From an optimization exercise on the open Yosys and OpenROAD flow, aimed at small area, a short achievable clock period and few clock cycles per item; shortcuts taken in it are not production practice. RTL that was checked went through simulation tests only; none was proved equivalent to the original. Only the layout flow was run in run 4; the RTL was not checked for function there. Power is estimated from default activity; no workload was simulated.

==> flow/design.v <==
module lp_div (
    input  wire        clk,
    input  wire        rst,         
    input  wire        start,       
    input  wire        signed_op,   
    input  wire [31:0] dividend,    
    input  wire [31:0] divisor,     
    output wire        in_ready,
    output reg         done,
    output reg  [31:0] quotient,
    output reg  [31:0] remainder,
    output reg         dz,          
    output reg         ov           
);
    localparam S_IDLE = 1'b0;
    localparam S_RUN  = 1'b1;
    reg        state;
    reg [5:0]  count;
    reg [31:0] rem_r;       
    reg [31:0] quo_r;       
    reg [31:0] dsr_r;       
    reg        neg_q;       
    reg        neg_r;       
    reg        dz_r;
    reg        ov_r;
    assign in_ready = (state == S_IDLE);
    wire        dvd_neg = signed_op & dividend[31];
    wire        dsr_neg = signed_op & divisor[31];
    wire [31:0] dvd_mag = dvd_neg ? (32'd0 - dividend) : dividend;
    wire [31:0] dsr_mag = dsr_neg ? (32'd0 - divisor)  : divisor;
    wire [32:0] shifted = {rem_r, quo_r[31]};
    wire [32:0] diff    = shifted - {1'b0, dsr_r};
    wire        fits    = ~diff[32];
    wire [31:0] rem_nx  = fits ? diff[31:0] : shifted[31:0];
    wire [31:0] quo_nx  = {quo_r[30:0], fits};
    always @(posedge clk) begin
        if (rst) begin
            state <= S_IDLE;
            done  <= 1'b0;
        end else begin
            done <= 1'b0;
            case (state)
                S_IDLE: begin
                    if (start) begin
                        state <= S_RUN;
                        count <= 6'd0;
                        rem_r <= 32'd0;
                        quo_r <= dvd_mag;
                        dsr_r <= dsr_mag;
                        neg_q <= dvd_neg ^ dsr_neg;
                        neg_r <= dvd_neg;
                        dz_r  <= (divisor == 32'd0);
                        ov_r  <= signed_op & (dividend == 32'h8000_0000)
                                           & (divisor == 32'hFFFF_FFFF);
                    end
                end
                S_RUN: begin
                    rem_r <= rem_nx;
                    quo_r <= quo_nx;
                    count <= count + 6'd1;
                    if (count == 6'd31) begin
                        state     <= S_IDLE;
                        done      <= 1'b1;
                        quotient  <= neg_q ? (32'd0 - quo_nx) : quo_nx;
                        remainder <= neg_r ? (32'd0 - rem_nx) : rem_nx;
                        dz        <= dz_r;
                        ov        <= ov_r;
                    end
                end
            endcase
        end
    end
endmodule
==> flow/run.sh <==
#!/bin/bash
# synth_recipe.tcl (not shown) runs the flow's synth.tcl, then flattens the netlist and writes it again
# the make line also repeats each setting of config.mk as NAME=value (left out here)
make -C /OpenROAD-flow-scripts/flow DESIGN_CONFIG=/design/flow/config.mk WORK_HOME=/design/flow/orfs CLKGATE_MAP_FILE= SYNTH_SCRIPT=/design/flow/synth_recipe.tcl finish
==> flow/config.mk <==
export PLATFORM = sky130hd
export DESIGN_NAME = lp_div
export DESIGN_NICKNAME = lp_div
export VERILOG_FILES = /design/flow/design.v
export SDC_FILE = /design/flow/constraint.sdc
export NUM_CORES = 4
export LEC_CHECK = 0
export CAP_MARGIN = 20
export CORE_MARGIN = 2
export CORE_UTILIZATION = 40
export SLEW_MARGIN = 20
==> flow/constraint.sdc <==
create_clock -name core_clock -period 5.0 [get_ports {clk}]
set_input_delay 1.0000 -clock core_clock [delete_from_list [all_inputs] [get_ports {clk}]]
set_output_delay 1.0000 -clock core_clock [all_outputs]
set_load 0.01 [all_outputs]
==> impl_metrics.yaml, run 1 <==
clock_tree:
  cts_tree: "done"
  cts_buffers: 17
  h-tree-depth: 4
  clockRootBuffer: "clkbuf_16"
  clk_pin_slew_worst_paths_ns: 0.08
  clk_latency_ns: 0.45
  cts_num_sinks: 174
  clk_path_buf_depth: 2
  postCtsHoldBufs: 0
layout:
  num-nets-final: 1399
  final_common_cell: "edfxtp_1"
  fillers: 2624
  layoutNonFillerInstCount: 1689
  drive_gt1_share_pct: 8.352
  syn2layout_area_growth_pct: 21.15
  final_cell_mix: "172 x edfxtp_1, 135 x clkdlybuf4s50_1, 109 x nand2_1"
  antennaDiodeCount: 0
  stdcell_area_um2: 14050
route:
  route.detailed.wl_per_inst_um: 18.17
  drt_pass1_iterations: 5
  final_antenna_net_count: 0
  wl_um: 30690
  vias: 9236
  drc: 0
  drt_first_iter_violations: 776
  via_per_inst: 5.468
placement:
  port_buffers: 135
  dpl_cell_area_um2: 13430
  globalplace.congestion: 0.9268
  dp_cells: 1656
  dp_hpwl_um: 23030
worst_setup_path:
  crit_path_cell_trace: "inv_1 -> ha_1 -> fa_1 -> nand2b_1 -> a21oi_4 -> o21ai_4 -> o211ai_4 -> a31o_4 -> nor2_8 -> inv_4 -> ha_1 -> nand2b_1 -> or3_1 -> nand2b_1 -> or4_4 -> or4_4 -> o31ai_2 -> xnor2_1"
  start_kind: "flop"
  crit_arrival_ns: 4.89
  critical-path-slowest-cell: "or4_4"
  required_ns: 5.20
  slowest_delay_ns: 0.54
  endpoint_kind: "flop"
  worstSetupPathType: "reg2reg"
  path_common_cell: "nand2b_1"
  cp_max_fo: 12
hold_path:
  hold_path_class: "reg2reg"
power_and_ir_drop:
  leakage_nw: 4.987
  ir_drop_mv: 0.2248
  p_per_area_nw_per_um2: 312.0
synthesis:
  synth-edff-count: 172
  yosys_warnings: 1
  avgSynthCellArea_um2: 10.02
  yosys-top-cells-area: "edfxtp_1 45%, xnor2_1 7.1%, xor2_1 4.6%, o21ai_0 4.2%, ha_1 4.1%"
  synth_fp_nets: 1265
  yosysSeqAreaShare_pct: 44.87
  netlist_area_um2: 11600
  synth_ff_type: "edfxtp_1"
  ys_async_sr_fraction_pct: 0
  synth_seq_cells: 174
  synth_top_cell_by_area: "edfxtp_1"
  synth_top_area_share_pct: 44.53
  netlist_instances: 1158
  yosys.cell_types.count: 88
grt:
  overflow: 0
  track_usage_pct: 20.25
  grt_pass1_vias: 8820
  antenna_found_initial: 0
  grt_pass1_wl_um: 48290
  grt_max_degree: 71
timing:
  worstMarginPinSlew_ns: 1.041
  slew_violations: 0
  post-route-min-period_ns: 4.694
  relSlewSlack_pct: 30.62
  hold_viol: 0
  max_freq_mhz: 213.1
  period_share_pct: 93.87
  setup_viol: 0
  skew_ns: 0.02220
floorplan:
  core-area_um2: 28630
  design.die.area_um2: 30380
  row_count: 62
  io_pins: 136
  initial_core_util_pct: 40.52
  fp.dieH_um: 174.3
  die_width_um: 174.3
job:
  max-cap-violations: 0
outcome:
  outcome: "finished clean"
[what timing repair did]
action | CTS | global route
gates resized for setup | 0 | 5
endpoints found under the setup margin | 0 | 7
endpoints found under the hold margin | 0 | 0
setup buffers | 0 | 1
[metrics by stage]
| stage | hold WS (ns) | total power [mW] | worst slack [ns] | setup TNS, ns | utilization, % |
|---|---|---|---|---|---|
| final | 0.4498 | 4.384 | 0.3063 | 0 | 49.10 |
| after global placement | 0.4352 | 3.030 | 0.3361 | 0 | 46.91 |
| after global routing | 0.4638 | 4.586 | -0.01340 | -0.02101 | 49.10 |
| after floorplan | 0.4003 | 2.691 | 0.03159 | 0 | - |
| after detailed placement | 0.4045 | 3.041 | 0.2215 | 0 | 46.91 |
| after CTS | 0.4532 | 4.389 | 0.2134 | 0 | 48.98 |
[area by class of cell]
class / count / area, um^2 / share of cell area, %
clock inverter: 15 / 167.7 / 1.193
timing repair buffer: 156 / 1509 / 10.74
multi-input combinational: 886 / 6048 / 43.04
clock buffer: 17 / 425.4 / 3.027
inverter: 57 / 216.5 / 1.540
sequential: 174 / 5206 / 37.05
tap: 384 / 480.5 / 3.419
[flip-flops by register name, summed over array words and instances, names as in the netlist, 6 cells and up]
signal	flops
dsr_r	32
rem_r	32
quo_r	32
remainder	32
count	6
quotient	32
[path summary, 6_finish.rpt]
path	startpoint	to	slack (ns)	cells past startpoint
max reg2reg	quo_r[31]	quotient[28]	0.31	18
max	quo_r[31]	quotient[28]	0.31	18
min reg2reg	ov_r	ov	0.45	0
min	ov_r	ov	0.45	0
[cell families (layout without fill, tap and decap cells)]
kind of cell / Yosys count / count (layout) / synth area share, %
AOI/OAI and AO/OA: 291 / 291 / 16.90
xor gates and xnor gates: 155 / 155 / 11.70
adders and majority gates: 39 / 39 / 4.271
buffers and inverters: 98 / 245 / 3.484
DFF: 174 / 174 / 44.87
muxes: 20 / 20 / 1.726
and+or+nand+nor: 381 / 381 / 17.04
[Yosys cell counts (10+ instances only)]
library cell  number
or4_1             14
ha_1              38
nor2_1           109
o31ai_1           28
or3_1             16
nand4_1           14
o21ai_0           97
inv_1             55
a21oi_1           73
nor4_1            14
edfxtp_1         172
and2_1            10
nor3_1            25
nand2_1          109
nand3_1           13
o41ai_1           11
xor2_1            61
xnor2_1           94
nand2b_1          14
clkbuf_1          20
mux2i_1           20
[routing by layer]
layer,up-vias,wire (um),track usage (%)
met4,0,443,5.567
met3,31,2075,3.631
li1,4530,-,-
met1,4371,14500,29.24
met2,304,13680,31.22
met5,-,0,0
[where the power goes]
part	switching, mW	internal (mW)	total (mW)
registers	0.0739	1.74	1.82
logic	0.745	0.464	1.21
clock network	0.684	0.672	1.36
[critical path, delay by kind of cell, from the launching register on]
kind,cells,cell delay [ns]
and+or+nand+nor,7,2.06
buffers and inverters,2,0.18
DFF,1,0.40
xor gates and xnor gates,1,0.09
adders and majority gates,3,0.78
AOI/OAI and AO/OA,5,0.92
Testbench counts, summed over its fixed seeds: cycles 105,608, divs 3,200.
==> run 2: changes to the inputs <==
==> flow/design.v (replaced) <==
module lp_div (
    input  wire        clk,
    input  wire        rst,         
    input  wire        start,       
    input  wire        signed_op,   
    input  wire [31:0] dividend,    
    input  wire [31:0] divisor,     
    output wire        in_ready,
    output reg         done,
    output wire [31:0] quotient,
    output wire [31:0] remainder,
    output wire        dz,          
    output wire        ov           
);
    reg        a_vld;
    reg [31:0] a_dvd;       
    reg [31:0] a_dsr;       
    reg        a_nq, a_nr, a_dz, a_ov;
    reg        b_busy;      
    reg [4:0]  b_cnt;       
    reg [31:0] b_rem;       
    reg [31:0] b_d;         
    reg [31:0] b_q;         
    reg        b_nq, b_nr, b_dz, b_ov;
    wire load = a_vld & ~b_busy;
    assign in_ready = ~a_vld | ~b_busy;
    wire        dvd_neg = signed_op & dividend[31];
    wire        dsr_neg = signed_op & divisor[31];
    function [5:0] lzc(input [31:0] x);
        integer i;
        begin
            lzc = 6'd32;
            for (i = 0; i < 32; i = i + 1)
                if (x[i]) lzc = 6'd31 - i[5:0];
        end
    endfunction
    wire [5:0] lz_a = lzc(a_dvd);
    wire [5:0] lz_d = lzc(a_dsr);
    wire [5:0] sh   = lz_d - lz_a;           
    wire       qz   = (lz_d < lz_a);          
    wire [31:0] d_al = a_dsr << sh[4:0];
    wire [32:0] diff = {1'b0, b_rem} - {1'b0, b_d};
    wire        fits = ~diff[32];
    always @(posedge clk) begin
        if (rst) begin
            a_vld  <= 1'b0;
            b_busy <= 1'b0;
            done   <= 1'b0;
        end else begin
            if (start & in_ready) begin
                a_vld <= 1'b1;
            end else if (load) begin
                a_vld <= 1'b0;
            end
            if (load) begin
                b_busy <= ~(qz | a_dz);
                done   <= qz | a_dz;
            end else if (b_busy) begin
                b_busy <= (b_cnt != 5'd0);
                done   <= (b_cnt == 5'd0);
            end else begin
                done   <= 1'b0;
            end
        end
        if (start & in_ready) begin
            a_dvd <= dvd_neg ? (32'd0 - dividend) : dividend;
            a_dsr <= dsr_neg ? (32'd0 - divisor)  : divisor;
            a_nq  <= dvd_neg ^ dsr_neg;
            a_nr  <= dvd_neg;
            a_dz  <= (divisor == 32'd0);
            a_ov  <= signed_op & (dividend == 32'h8000_0000) & (divisor == 32'hFFFF_FFFF);
        end
        if (load) begin
            b_rem <= a_dvd;
            b_d   <= d_al;
            b_q   <= {32{a_dz}};
            b_cnt <= sh[4:0];
            b_nq  <= a_nq;
            b_nr  <= a_nr;
            b_dz  <= a_dz;
            b_ov  <= a_ov;
        end else if (b_busy) begin
            if (fits) b_rem <= diff[31:0];
            b_d   <= {1'b0, b_d[31:1]};
            b_q   <= {b_q[30:0], fits};
            b_cnt <= b_cnt - 5'd1;
        end
    end
    assign quotient  = b_nq ? (32'd0 - b_q)   : b_q;
    assign remainder = b_nr ? (32'd0 - b_rem) : b_rem;
    assign dz = b_dz;
    assign ov = b_ov;
endmodule
--- a/flow/config.mk
+++ b/flow/config.mk
@@ -5,7 +5,9 @@
 export SDC_FILE = /design/flow/constraint.sdc
 export NUM_CORES = 4
 export LEC_CHECK = 0
+export ABC_CLOCK_PERIOD_IN_PS = 2000
 export CAP_MARGIN = 20
 export CORE_MARGIN = 2
 export CORE_UTILIZATION = 40
+export SETUP_SLACK_MARGIN = 2.8
 export SLEW_MARGIN = 20
==> impl_metrics.yaml, run 2 <==
worst_setup_path:
  endpoint_kind: "primary output"
  crit_arrival_ns: 3.34
  required_ns: 4.00
  start_kind: "flop"
  worstSetupPathType: "reg2out"
  cp_max_fo: 3
synthesis:
  synth_ff_type: "edfxtp_1"
  yosysMostFrequentCell: "nand2_1"
  synth_fp_nets: 1540
  yosysSeqAreaShare_pct: 40.15
  yosys-top-cells-area: "edfxtp_1 40%, xnor2_1 6.8%, nand2_1 5.6%, a21oi_1 4.3%, ha_1 4.3%"
  synth-edff-count: 173
  yosys.cell_types.count: 77
  netlist_instances: 1425
  synth_top_cell_by_area: "edfxtp_1"
  yosys_warnings: 1
  synth_top_area_share_pct: 39.69
  synth_seq_cells: 176
  ys_async_sr_fraction_pct: 0
  avgSynthCellArea_um2: 9.185
  netlist_area_um2: 13090
  synthTopCellsByCount: "197 x nand2_1, 173 x edfxtp_1, 113 x a21oi_1"
layout:
  drive_gt1_share_pct: 46.17
  fillers: 2451
  utilization_pct: 64.79
  final_common_cell: "edfxtp_1"
  stdcell_area_um2: 20970
  antennaDiodeCount: 0
  layoutNonFillerInstCount: 2257
  num-nets-final: 1917
  final_cell_mix: "173 x edfxtp_1, 151 x nand2_1, 146 x buf_4"
  syn2layout_area_growth_pct: 60.24
timing:
  max_freq_mhz: 230.4
  post-route-min-period_ns: 4.340
  rsz0062_at_grt: "yes"
  setup_viol: 0
  period_share_pct: 86.79
  hold_viol: 0
  skew_ns: 0.01307
  slew_violations: 0
  tns_ns: 0
  relSlewSlack_pct: 25.72
  worstMarginPinSlew_ns: 1.114
grt:
  grt_max_degree: 88
  antenna_found_initial: 1
  overflow: 0
  track_usage_pct: 25.02
  grt_pass1_vias: 12210
  grt_pass1_wl_um: 66790
placement:
  dpl_cell_area_um2: 15840
  port_buffers: 135
  globalplace.congestion: 0.9290
  dp_cells: 1960
  dp_hpwl_um: 27270
route:
  final_antenna_net_count: 0
  drc: 0
  met1_length_um: 19270
  vias: 12890
  routed-wl-met2_um: 21310
  via_per_inst: 5.712
  routed-wl-met3_um: 2564
  wl_um: 44910
  top_layer_used: "met5"
  drt_pass1_iterations: 5
  drt_first_iter_violations: 1047
  route.detailed.wl_per_inst_um: 19.90
clock_tree:
  cts_tree: "done"
  clockRootBuffer: "clkbuf_16"
  cts_num_sinks: 176
  clk_path_buf_depth: 2
  clk_pin_slew_worst_paths_ns: 0.08
  h-tree-depth: 4
  cts_buffers: 17
  clk_latency_ns: 0.45
  postCtsHoldBufs: 0
job:
  max-cap-violations: 0
power_and_ir_drop:
  pwr-share-seq_pct: 27.8
  combPwrFrac_pct: 53.4
  sw_frac_of_total_pct: 38.27
  leakage_nw: 8.123
  clockPowerShare_pct: 18.9
  p_per_area_nw_per_um2: 367.5
  p_int_mw: 4.758
  ir_drop_mv: 0.2911
  p_sw_mw: 2.949
outcome:
  outcome: "finished clean"
floorplan:
  initial_core_util_pct: 40.43
  fp.dieH_um: 184.9
  design.die.area_um2: 34180
  core-area_um2: 32370
  row_count: 66
  die_width_um: 184.9
  io_pins: 136
hold_path:
  hold_path_class: "reg2reg"
-- run 2: cell types whose count changed after synthesis, moves of 10 or more --
| cell | delta |
|---|---|
| nand2_1 | +88 |
| a21oi_1 | +40 |
| a211oi_1 | +29 |
| inv_1 | +29 |
| clkbuf_1 | +24 |
| xor2_1 | -18 |
| mux4_2 | +16 |
| mux2i_1 | +14 |
| nor4_1 | +13 |
| o31ai_1 | +10 |
-- run 2: cell families after synthesis --
logic type | after synthesis | synth area share (%)
compound gates | 381 | 18.34
xor+xnor | 145 | 9.703
fa+ha+maj | 47 | 4.608
buf+inv | 140 | 4.110
flops | 176 | 40.15
mux | 54 | 5.697
simple gates | 482 | 17.39
-- run 2: timing repair --
item                                    4_1_cts  5_1_grt
gates resized for setup                     704      260
endpoints found under the setup margin      258      301
pin swaps                                   144      164
setup buffers                               173       78
gates cloned                                 13        1
-- run 2: cell type report --
class / instances / area (um^2) / area share (%)
multi-input cells: 1114 / 10410 / 49.65
clock inverters: 15 / 205.2 / 0.9783
clock buffers: 17 / 425.4 / 2.028
well taps: 442 / 553.0 / 2.637
repair buffers: 408 / 3786 / 18.05
inverters: 85 / 327.8 / 1.563
flip-flops and latches: 176 / 5263 / 25.09
-- run 2: path summary, 6_finish.rpt --
| kind | start | end | slack (ns) | depth (start not counted) |
|---|---|---|---|---|
| max | b_rem[3] | remainder[29] | 0.66 | 9 |
| min | a_nq | b_nq | 0.42 | 0 |
| max reg2reg | a_dvd[1] | b_d[28] | 0.74 | 20 |
| min reg2reg | a_nq | b_nq | 0.42 | 0 |
-- run 2: per-layer routing --
| layer | global-route usage, % | vias to the layer above |
|---|---|---|
| met4 | 9.333 | 2 |
| met5 | 0 | - |
| met1 | 33.97 | 6255 |
| li1 | - | 6025 |
| met3 | 3.736 | 119 |
| met2 | 40.52 | 490 |
-- run 2: stage by stage --
stage | total power, mW | hold slack (ns) | setup slack, ns
after floorplan | 3.928 | 0.4003 | 1.336
after global placement | 4.679 | 0.4002 | 0.6825
after detailed placement | 4.701 | 0.4125 | 0.6119
after CTS | 6.999 | 0.4260 | 0.6760
after global routing | 8.041 | 0.4261 | 0.4805
final | 7.707 | 0.4208 | 0.6603
-- run 2: critical path, cell delays in order, from the launching register on --
cell	delay [ns]
edfxtp_1	0.43
nor4_2	0.34
nand3b_1	0.16
or3_4	0.37
or4_4	0.43
or2_4	0.26
or3_4	0.38
o41ai_4	0.23
xnor2_1	0.15
buf_2	0.15
-- run 2: power groups by stage --
stage	clock network [mW]	registers (mW)	logic [mW]
2_1_floorplan	0	2.10	1.82
3_3_place_gp	0	2.17	2.51
3_5_place_dp	0	2.18	2.52
4_1_cts	1.47	2.13	3.40
5_1_grt	1.52	2.16	4.35
6_report	1.45	2.14	4.11
Testbench counts of run 2, summed over its fixed seeds: cycles 21,145, divs 3,200.
==> run 3: changes to the inputs <==
==> flow/config.mk (replaced) <==
export PLATFORM = sky130hd
export DESIGN_NAME = lp_div
export DESIGN_NICKNAME = lp_div
export VERILOG_FILES = /design/flow/design.v
export SDC_FILE = /design/flow/constraint.sdc
export NUM_CORES = 4
export LEC_CHECK = 0
export CAP_MARGIN = 20
export CORE_MARGIN = 2
export CORE_UTILIZATION = 40
export SLEW_MARGIN = 20
==> impl_metrics.yaml, run 3 <==
outcome:
  outcome: "finished clean"
timing:
  worstMarginPinSlew_ns: 0.9732
  slew_violations: 0
  tns_ns: 0
  setup_slack_ns: 0.1780
  max_freq_mhz: 207.4
  setup_viol: 0
  hold_slack_ns: 0.4206
  rsz0062_at_grt: "no"
  hold_viol: 0
  post-route-min-period_ns: 4.822
  period_share_pct: 96.44
  relSlewSlack_pct: 34.96
  skew_ns: 0.01343
layout:
  ff_latch_area_um2: 5255
  fillers: 3149
  final_cell_mix: "196 x nand2_1, 173 x edfxtp_1, 135 x clkdlybuf4s50_1"
  drive_gt1_share_pct: 6.479
  multi_input_area_um2: 7343
  stdcell_area_um2: 15600
  syn2layout_area_growth_pct: 19.20
  num-nets-final: 1661
  antennaDiodeCount: 0
  final_common_cell: "nand2_1"
power_and_ir_drop:
  ir_drop_mv: 0.2683
  p_total_mw: 5.956
  p_per_area_nw_per_um2: 381.8
  clockPowerShare_pct: 23.4
  leakage_nw: 5.776
  sw_frac_of_total_pct: 35.96
  p_sw_mw: 2.142
  p_int_mw: 3.814
  combPwrFrac_pct: 41.0
  pwr-share-seq_pct: 35.7
worst_setup_path:
  cp_max_fo: 5
  start_kind: "flop"
  required_ns: 4.00
  worstSetupPathType: "reg2out"
  crit_arrival_ns: 3.82
  reg2reg_depth: 17
  r2r_slack_ns: 0.43
  r2r_end: "b_d[24]"
  r2r-start: "a_dvd[1]"
  endpoint_kind: "primary output"
grt:
  grt-busiest-layer: "met2"
  grt_pass1_vias: 10410
  grt_pass1_wl_um: 56250
  grt_util_met3_pct: 3.991
  gr-usage-met2_pct: 33.18
  antenna_found_initial: 0
  track_usage_pct: 20.96
  overflow: 0
  grt_max_degree: 88
  met1_usage_pct: 29.74
clock_tree:
  cts_buffers: 17
  cts_num_sinks: 176
  h-tree-depth: 4
  cts_tree: "done"
  clockRootBuffer: "clkbuf_16"
  clk_path_buf_depth: 2
  clk_latency_ns: 0.44
  clk_pin_slew_worst_paths_ns: 0.07
synthesis:
  avgSynthCellArea_um2: 9.185
  synthTopCellsByCount: "197 x nand2_1, 173 x edfxtp_1, 113 x a21oi_1"
  synth_top_cell_by_area: "edfxtp_1"
  yosys.cell_types.count: 77
  synth_mux_area_share_pct: 5.697
  synth_compound_area_share_pct: 18.34
  yosysMostFrequentCell: "nand2_1"
  synth_seq_cells: 176
  synth_fa_ha_area_share_pct: 4.608
  synth_fp_nets: 1540
  ys_async_sr_fraction_pct: 0
  synth_ff_type: "edfxtp_1"
  yosys_warnings: 1
  yosys.area_share.simple_pct: 17.39
  yosys-top-cells-area: "edfxtp_1 40%, xnor2_1 6.8%, nand2_1 5.6%, a21oi_1 4.3%, ha_1 4.3%"
  synth-edff-count: 173
  synth_top_family_by_area: "compound AO/OA/AOI/OAI gates"
  yosysSeqAreaShare_pct: 40.15
  synth_top_area_share_pct: 39.69
  synth_xor_area_share_pct: 9.703
  netlist_area_um2: 13090
  netlist_instances: 1425
hold_path:
  hold_path_class: "reg2reg"
  min_from: "a_nq"
  holdPathEnd: "b_nq"
  holdPathStages: 0
floorplan:
  row_count: 66
  fp.dieH_um: 184.9
  die_width_um: 184.9
  io_pins: 136
  initial_core_util_pct: 40.43
  core-area_um2: 32370
  design.die.area_um2: 34180
route:
  wl_um: 35340
  final_antenna_net_count: 0
  drc: 0
  drt_pass1_iterations: 5
  via_per_inst: 5.521
  vias: 11050
  drt_first_iter_violations: 1007
  route.detailed.wl_per_inst_um: 17.66
placement:
  dpl_cell_area_um2: 14970
  port_buffers: 135
  dp_hpwl_um: 27190
  dpl_worst_slack_ns: 0.4607
  globalplace.congestion: 0.9881
job:
  max-cap-violations: 0
==> run 3: cell counts after synthesis <==
No cell type changed its count.
==> run 3: per-stage QoR <==
step / utilization, % / cells
floorplan: - / 1425
global placement: 46.25 / 1968
detailed placement: 46.25 / 1968
CTS: 48.13 / 2000
global route: 48.20 / 2001
finish: 48.20 / 2001
==> run 3: worst max path at each step <==
stage,endpoint,depth (start not counted),from,slack [ns]
global placement,b_d[28],18,a_dvd[1],0.53
detailed placement,b_d[24],17,a_dvd[1],0.46
floorplan,b_rem[0],11,b_rem[0],0.16
finish,remainder[29],9,b_rem[4],0.18
global route,quotient[28],9,b_q[2],0.006
CTS,remainder[29],9,b_rem[4],0.14
==> run 3: cells by family (layout without fill, tap and decap cells) <==
logic type | after synthesis | in the layout
simple gates | 482 | 482
compound gates | 381 | 381
flops | 176 | 176
xor+xnor | 145 | 145
buf+inv | 140 | 274
mux | 54 | 54
fa+ha+maj | 47 | 47
==> run 3: repair_timing <==
action	in CTS	in global routing
resized for setup	0	1
hold buffers	0	0
buffers inserted	0	0
endpoints found under the setup margin	0	1
==> run 3: final cells by class <==
class / instances / area share [%]
clock buffers: 19 / 2.775
multi-input cells: 1109 / 47.07
inverters: 85 / 2.045
flip-flops and latches: 176 / 33.68
repair buffers: 157 / 9.768
well taps: 442 / 3.545
clock inverters: 13 / 1.115
==> run 3: worst max-delay path, stage by stage, from the launching register on <==
cell,delay [ns]
edfxtp_1,0.47
nor4_2,0.34
nand3b_1,0.17
or3_4,0.39
or4_4,0.43
or2_4,0.27
or3_4,0.37
o41ai_4,0.23
xnor2_1,0.16
clkdlybuf4s50_1,0.56
==> run 3: layer usage <==
metal | wire length (um) | up-vias
met5 | 0 | -
met4 | 461 | 0
met3 | 2307 | 26
met2 | 16120 | 336
met1 | 16450 | 5203
li1 | - | 5483
==> run 3: power groups by stage <==
stage / registers, mW / logic [mW] / clock network (mW)
final: 2.12 / 2.44 / 1.39
after global routing: 2.15 / 2.70 / 1.47
after CTS: 2.13 / 2.43 / 1.41
after detailed placement: 2.16 / 2.42 / 0
after global placement: 2.15 / 2.40 / 0
after floorplan: 2.08 / 1.67 / 0
==> run 4: changes to the inputs <==
--- a/flow/design.v
+++ b/flow/design.v
@@ -17,13 +17,15 @@
     reg [31:0] a_dsr;       
     reg        a_nq, a_nr, a_dz, a_ov;
     reg        b_busy;      
+    reg        b_fix;       
     reg [4:0]  b_cnt;       
     reg [31:0] b_rem;       
     reg [31:0] b_d;         
     reg [31:0] b_q;         
     reg        b_nq, b_nr, b_dz, b_ov;
-    wire load = a_vld & ~b_busy;
-    assign in_ready = ~a_vld | ~b_busy;
+    wire b_free = ~b_busy & ~b_fix;
+    wire load = a_vld & b_free;
+    assign in_ready = ~a_vld | b_free;
     wire        dvd_neg = signed_op & dividend[31];
     wire        dsr_neg = signed_op & divisor[31];
     function [5:0] lzc(input [31:0] x);
@@ -45,6 +47,7 @@
         if (rst) begin
             a_vld  <= 1'b0;
             b_busy <= 1'b0;
+            b_fix  <= 1'b0;
             done   <= 1'b0;
         end else begin
             if (start & in_ready) begin
@@ -54,12 +57,15 @@
             end
             if (load) begin
                 b_busy <= ~(qz | a_dz);
-                done   <= qz | a_dz;
+                b_fix  <= (qz | a_dz) & a_nr;
+                done   <= (qz | a_dz) & ~a_nr;
             end else if (b_busy) begin
                 b_busy <= (b_cnt != 5'd0);
-                done   <= (b_cnt == 5'd0);
+                b_fix  <= (b_cnt == 5'd0) & (b_nq | b_nr);
+                done   <= (b_cnt == 5'd0) & ~(b_nq | b_nr);
             end else begin
-                done   <= 1'b0;
+                b_fix  <= 1'b0;
+                done   <= b_fix;
             end
         end
         if (start & in_ready) begin
@@ -73,7 +79,7 @@
         if (load) begin
             b_rem <= a_dvd;
             b_d   <= d_al;
-            b_q   <= {32{a_dz}};
+            b_q   <= a_dz ? (a_nq ? 32'd1 : 32'hFFFF_FFFF) : 32'd0;
             b_cnt <= sh[4:0];
             b_nq  <= a_nq;
             b_nr  <= a_nr;
@@ -84,10 +90,13 @@
             b_d   <= {1'b0, b_d[31:1]};
             b_q   <= {b_q[30:0], fits};
             b_cnt <= b_cnt - 5'd1;
+        end else if (b_fix) begin
+            if (b_nq & ~b_dz) b_q <= 32'd0 - b_q;
+            if (b_nr) b_rem <= 32'd0 - b_rem;
         end
     end
-    assign quotient  = b_nq ? (32'd0 - b_q)   : b_q;
-    assign remainder = b_nr ? (32'd0 - b_rem) : b_rem;
+    assign quotient  = b_q;
+    assign remainder = b_rem;
     assign dz = b_dz;
     assign ov = b_ov;
 endmodule
--- a/flow/config.mk
+++ b/flow/config.mk
@@ -5,7 +5,9 @@
 export SDC_FILE = /design/flow/constraint.sdc
 export NUM_CORES = 4
 export LEC_CHECK = 0
+export ABC_CLOCK_PERIOD_IN_PS = 2000
 export CAP_MARGIN = 20
 export CORE_MARGIN = 2
 export CORE_UTILIZATION = 40
+export SETUP_SLACK_MARGIN = 2.8
 export SLEW_MARGIN = 20
==> impl_metrics.yaml, run 4 <==
power_and_ir_drop:
  leakage_nw: 8.239
  ir_drop_mv: 0.2799
  p_per_area_nw_per_um2: 345.0
placement:
  port_buffers: 135
  dp_hpwl_um: 28590
  globalplace.congestion: 0.8742
  dpl_cell_area_um2: 15760
route:
  via_per_inst: 5.825
  routed-wl-met2_um: 23280
  final_antenna_net_count: 0
  routed-wl-met3_um: 3321
  vias: 13470
  route.detailed.wl_per_inst_um: 20.95
  top_layer_used: "met4"
  wl_um: 48440
  met1_length_um: 19900
  drc: 0
  drt_first_iter_violations: 1384
  drt_pass1_iterations: 5
synthesis:
  synth_top_cell_by_area: "edfxtp_1"
  yosys_warnings: 1
  yosys.cell_types.count: 66
  synth-edff-count: 173
  netlist_instances: 1418
  avgSynthCellArea_um2: 9.418
  synth_ff_type: "edfxtp_1"
  yosysMostFrequentCell: "edfxtp_1"
  yosys-top-cells-area: "edfxtp_1 39%, a21oi_1 5.6%, xor2_1 4.8%, ha_1 4.2%, xnor2_1 4.2%"
  netlist_area_um2: 13350
  synth_fp_nets: 1533
  synthTopCellsByCount: "173 x edfxtp_1, 150 x a21oi_1, 131 x nor2_1"
  yosysSeqAreaShare_pct: 39.50
  synth_seq_cells: 177
  synth_top_area_share_pct: 38.90
  ys_async_sr_fraction_pct: 0
grt:
  grt_pass1_vias: 12890
  grt_max_degree: 54
  antenna_found_initial: 1
  grt_pass1_wl_um: 71250
  overflow: 0
  track_usage_pct: 25.82
worst_setup_path:
  critical-path-slowest-cell: "fa_2"
  required_ns: 5.19
  worstSetupPathType: "reg2reg"
  cp_max_fo: 8
  slowest_delay_ns: 0.60
  path_buf_inv: 3
  path_common_cell: "a21oi_1"
  path_delay_family: "compound AO/OA/AOI/OAI gates"
  crit_path_cell_trace: "inv_1 -> a21oi_1 -> o21bai_1 -> a21oi_1 -> o21ai_1 -> a2111oi_2 -> o31ai_2 -> a2111oi_2 -> nor3_2 -> ha_2 -> fa_2 -> buf_12 -> buf_8 -> mux4_2 -> nor2b_1 -> a211oi_4 -> a211oi_1 -> a211oi_1 -> a21oi_1"
  start_kind: "flop"
  crit_arrival_ns: 4.68
  endpoint_kind: "flop"
clock_tree:
  clk_latency_ns: 0.45
  cts_buffers: 17
  postCtsHoldBufs: 0
  clk_path_buf_depth: 2
  h-tree-depth: 4
  cts_num_sinks: 177
  clockRootBuffer: "clkbuf_16"
  cts_tree: "done"
  clk_pin_slew_worst_paths_ns: 0.07
timing:
  rsz0062_at_grt: "yes"
  skew_ns: 0.01330
  tns_ns: 0
  slew_violations: 0
  worstMarginPinSlew_ns: 1.093
  post-route-min-period_ns: 4.488
  max_freq_mhz: 222.8
  hold_viol: 0
  period_share_pct: 89.76
  relSlewSlack_pct: 27.06
  setup_viol: 0
layout:
  num-nets-final: 1974
  drive_gt1_share_pct: 42.89
  antennaDiodeCount: 0
  syn2layout_area_growth_pct: 56.07
  final_cell_mix: "211 x buf_4, 173 x edfxtp_1, 154 x buf_6"
  stdcell_area_um2: 20840
  final_common_cell: "buf_4"
floorplan:
  core-area_um2: 32700
  initial_core_util_pct: 40.84
  io_pins: 136
  fp.dieH_um: 186.7
  row_count: 66
  die_width_um: 186.7
  design.die.area_um2: 34860
outcome:
  outcome: "finished clean"
hold_path:
  hold_path_class: "reg2reg"
job:
  max-cap-violations: 0
[run 4: final timing paths]
check	start	end	slack [ns]	cells past startpoint
worst max-delay path	a_dvd[1]	b_d[24]	0.51	19
worst min-delay path	a_ov	b_ov	0.44	0
worst max register to register	a_dvd[1]	b_d[24]	0.51	19
worst min register to register	a_ov	b_ov	0.44	0
[run 4: area by class of cell]
cell class              count  area (um^2)
fillers                  2518        11860
multi-input cells        1103         9632
flip-flops and latches    177         5284
repair buffers            477         4423
well taps                 442        553.0
clock buffers              17        425.4
inverters                  83        322.8
clock inverters            13        201.4
[run 4: power by group]
group,total [mW],internal [mW],switching (mW)
sequential,2.08,1.90,0.182
combinational,3.62,1.79,1.83
clock,1.49,0.845,0.648
[run 4: routing by layer]
layer	vias up	global-route usage [%]
li1	6205	-
met1	6495	33.64
met2	643	42.64
met3	125	4.025
met4	0	11.14
met5	-	0
[run 4: cell families (layout without fill, tap and decap cells)]
group	after synthesis	count (layout)	share of synthesized area, %
buf+inv	144	590	4.076
fa+ha+maj	47	47	4.516
simple gates	435	438	16.12
xor+xnor	137	137	8.985
mux	80	80	8.039
compound gates	398	401	18.77
flops	177	177	39.50
[run 4: repair_timing]
item	4_1_cts	5_1_grt
endpoints found under the setup margin	313	240
gates cloned	8	1
setup buffers	243	75
pin swaps	112	124
resized for setup	583	241
[run 4: through the flow]
step | total power, mW | util [%] | cells | hold WS (ns) | setup slack [ns]
floorplan | 3.764 | - | 1418 | 0.4003 | 1.018
global placement | 4.450 | 48.18 | 1955 | 0.4043 | 0.1543
detailed placement | 4.473 | 48.18 | 1955 | 0.4376 | 0.1000
CTS | 6.710 | 59.26 | 2236 | 0.4416 | 0.7006
global route | 7.502 | 63.73 | 2312 | 0.4491 | 0.2829
finish | 7.191 | 63.73 | 2312 | 0.4359 | 0.5119

[port drivers added, routing unchanged]
No port has a modelled driver above. Below, the same layouts with a new extraction and two added sets of constraints.
Step 1, drivers: a clkbuf_16 drives clk and a buf_2 each remaining input, both assumed.
Step 2 also shifts input and output timing later by t, the mid clock arrival at the registers, as if the neighbouring blocks saw the same clock.
a / b / c = no drivers / after step 1 / after step 2; a / b = the first two.
run	t (ns)	slack for setup (ns)	clock arrival spread, ns	worst slew at a driven data input, ns
run 1	0.486	0.306 / 0.306 / 0.306	0.022 / 0.022	0.06
run 2	0.492	0.660 / 0.607 / 0.737	0.014 / 0.013	0.05
run 3	0.479	0.178 / 0.130 / 0.426	0.013 / 0.013	0.05
run 4	0.493	0.512 / 0.512 / 0.512	0.014 / 0.015	0.05
After both steps every run listed still meets setup and hold.
